Background: an optimization exercise with open tools, aiming at small area, a short achievable clock period and few clock cycles. Do not read the settings as production practice. The RTL was checked by simulation tests, not by an equivalence proof against the original design.

job 5643:
## svetva_chain
module svetva_chain (
    input  wire         clk,
    input  wire         rst,
    input  wire         cmd_valid,
    output wire         cmd_ready,
    input  wire         cmd_open,
    input  wire [63:0]  cmd_uid,
    input  wire [7:0]   cmd_ring,
    input  wire [31:0]  cmd_rcount,
    input  wire [31:0]  cmd_seq,
    input  wire         in_valid,
    output wire         in_ready,
    input  wire [31:0]  in_data,
    output wire [255:0] chain,
    output reg          done
);
Size: roughly 1200 flip-flops, ~430 I/O pins.
clock: 12.5 ns
lec_check: 0
cap_margin: 20
core_margin: 2
core_utilization: 55
slew_margin: 20
standard.sh (not shown) runs the stock make flow with config.mk's settings and CLKGATE_MAP_FILE= SYNTH_SCRIPT=/design/flow/synth_recipe.tcl, a recipe that flattens the netlist after the stock synthesis.
==> flow/flow/run.sh <==
#!/bin/bash
# Layout flow: the standard ORFS flow (standard.sh: standard synthesis,
# floorplan, placement, CTS, routing, finish) with the clock, I/O constraints
# and every step unchanged; only ORFS's setup repair (repair_timing in
# floorplan, CTS and global routing) aims at a larger setup slack margin, so
# that it sizes up the critical paths further.
# make's full output goes to flow_make.log here; each ORFS step also keeps its
# own log under orfs/logs/.
set -euo pipefail
cd "$(dirname "$0")/.."
bash standard.sh SETUP_SLACK_MARGIN=7 finish > flow_make.log 2>&1
Job 5643 has completed all stages; timing, DRC and antenna checks passed.
Testbench counts of job 5643, summed over its fixed seeds: cycles 136,456.
Changes in job 6080 relative to job 5643:
# job 5643
export LEC_CHECK = 0
export CAP_MARGIN = 20
export CORE_MARGIN = 2
export CORE_UTILIZATION = 55
export SLEW_MARGIN = 20
create_clock -name core_clock -period 12.5 [get_ports {clk}]
# job 6080
export LEC_CHECK = 0
export CAP_MARGIN = 20
export CORE_MARGIN = 2
export CORE_UTILIZATION = 50
export SLEW_MARGIN = 20
create_clock -name core_clock -period 12.5 [get_ports {clk}]
==> flow/run.sh (new file) <==
#!/bin/bash
# synth_recipe.tcl (not shown) runs the flow's synth.tcl, then flattens the netlist and writes it again
# the make line also repeats each setting of config.mk as NAME=value (left out here)
make -C /OpenROAD-flow-scripts/flow DESIGN_CONFIG=/design/flow/config.mk WORK_HOME=/design/flow/orfs CLKGATE_MAP_FILE= SYNTH_SCRIPT=/design/flow/synth_recipe.tcl finish
removed: flow/flow/run.sh
removed: flow/standard.sh
Results
Relative to job 5643, fraction of layout cells with a size suffix above 1 decreased by 1.8 points in job 6080.
Job 6080 against job 5643: maximum frequency from static timing analysis lost about 22%; die width saw an increase.
For job 5643, the critical path launch point was e[27], unlike job 6080, where it was f63.
edfxtp_1 as the cell with the largest stage delay on the worst path was reported by job 5643, and buf_4 by job 6080.
Job 6080 has detailed-routing iteration count for the pre-antenna-repair pass above what job 5643 had.
Relative to job 5643, the sum of met3 wire segment lengths after detailed routing measured on job 6080 has decreased by more than 10%.
The inputs of job 4726 differ from those of job 6080 as listed below.
==> flow/flow/run.sh (new file) <==
#!/bin/bash
# Layout flow: the standard ORFS flow (standard.sh: standard synthesis,
# floorplan, placement, CTS, routing, finish) with the clock, I/O constraints
# and every step unchanged; only ORFS's setup repair (repair_timing in
# floorplan, CTS and global routing) aims at a larger setup slack margin, so
# that it sizes up the critical paths further.
# make's full output goes to flow_make.log here; each ORFS step also keeps its
# own log under orfs/logs/.
set -euo pipefail
cd "$(dirname "$0")/.."
bash standard.sh SETUP_SLACK_MARGIN=7.5 finish > flow_make.log 2>&1
==> flow/standard.sh (new file) <==
#!/bin/bash
# synth_recipe.tcl (not shown) runs the flow's synth.tcl, then flattens the netlist and writes it again
# the make line also repeats each setting of config.mk as NAME=value (left out here)
make -C /OpenROAD-flow-scripts/flow DESIGN_CONFIG=/design/flow/config.mk WORK_HOME=/design/flow/orfs CLKGATE_MAP_FILE= SYNTH_SCRIPT=/design/flow/synth_recipe.tcl "${@:-finish}"
removed: flow/run.sh
==> comparison <==
In job 4726 the summed area of non-filler cells in the final layout turned out 4.2% higher than in job 6080.
Global-route usage (higher): job 4726
On number of DRC violations after detailed-routing iteration 0, job 4726 does worse than job 6080.
| via count | lower: job 6080 |
Compared with job 6080, number of fill cells in the layout in job 4726 decreased slightly.
Job 4726: no failed stages, no open violations at the end
Input-level comparison between job 3327 and job 4726:
# job 4726
export LEC_CHECK = 0
export CAP_MARGIN = 20
export CORE_MARGIN = 2
export CORE_UTILIZATION = 50
export SLEW_MARGIN = 20
create_clock -name core_clock -period 12.5 [get_ports {clk}]
# job 3327
export LEC_CHECK = 0
export CAP_MARGIN = 20
export CORE_MARGIN = 2
export CORE_UTILIZATION = 60
export SLEW_MARGIN = 20
create_clock -name core_clock -period 12.5 [get_ports {clk}]
-- flow/flow/run.sh --
<<< job 4726, line 10
cd "$(dirname "$0")/.."
bash standard.sh SETUP_SLACK_MARGIN=7.5 finish > flow_make.log 2>&1
>>> job 3327, line 10
cd "$(dirname "$0")/.."
bash standard.sh SETUP_SLACK_MARGIN=7 finish > flow_make.log 2>&1
==> results.txt <==
Number of antenna cells inserted ends up higher on job 3327.
The final worst setup slack in job 3327 sits 0.20 ns below the value recorded for job 4726.
Against job 4726, area of all placed cells without fillers in job 3327 fell by a few percent.
Relative to job 4726, via count has increased by 1270 in job 3327.
The higher clock skew came out of job 3327.

-- afterwards: timing with drivers on the ports --
Ports are ideal in the flow. The routed layouts listed here were re-timed in OpenROAD. Step 1 sets driving cells, clkbuf_16 on the clock port and buf_2 on the other inputs (assumed; they add their load-dependent delay and slew). Step 2 adds t to the input delays and takes it off the output delays; t is the mean of the earliest and latest rising clock arrival at the registers after step 1. Input paths then give back, and output paths get back, about the clock's delay inside the block. Slacks: ideal ports / drivers / drivers and shift; pairs: ideal ports / drivers.
run	shift t [ns]	setup slack, ns	worst hold slack (ns)
job 5643	0.827	6.939 / 6.939 / 6.295	0.299 / 0.299 / 0.299
job 6080	0.847	5.400 / 5.400 / 5.400	0.273 / 0.273 / 0.273
job 4726	0.863	7.026 / 7.026 / 6.738	0.295 / 0.295 / 0.295
job 3327	0.821	6.822 / 6.822 / 6.304	0.264 / 0.264 / 0.264
After both steps every run listed still meets setup and hold. The setup slack of job 5643, which loses most, moves by 0.000 ns with the drivers and by -0.644 ns with both steps.
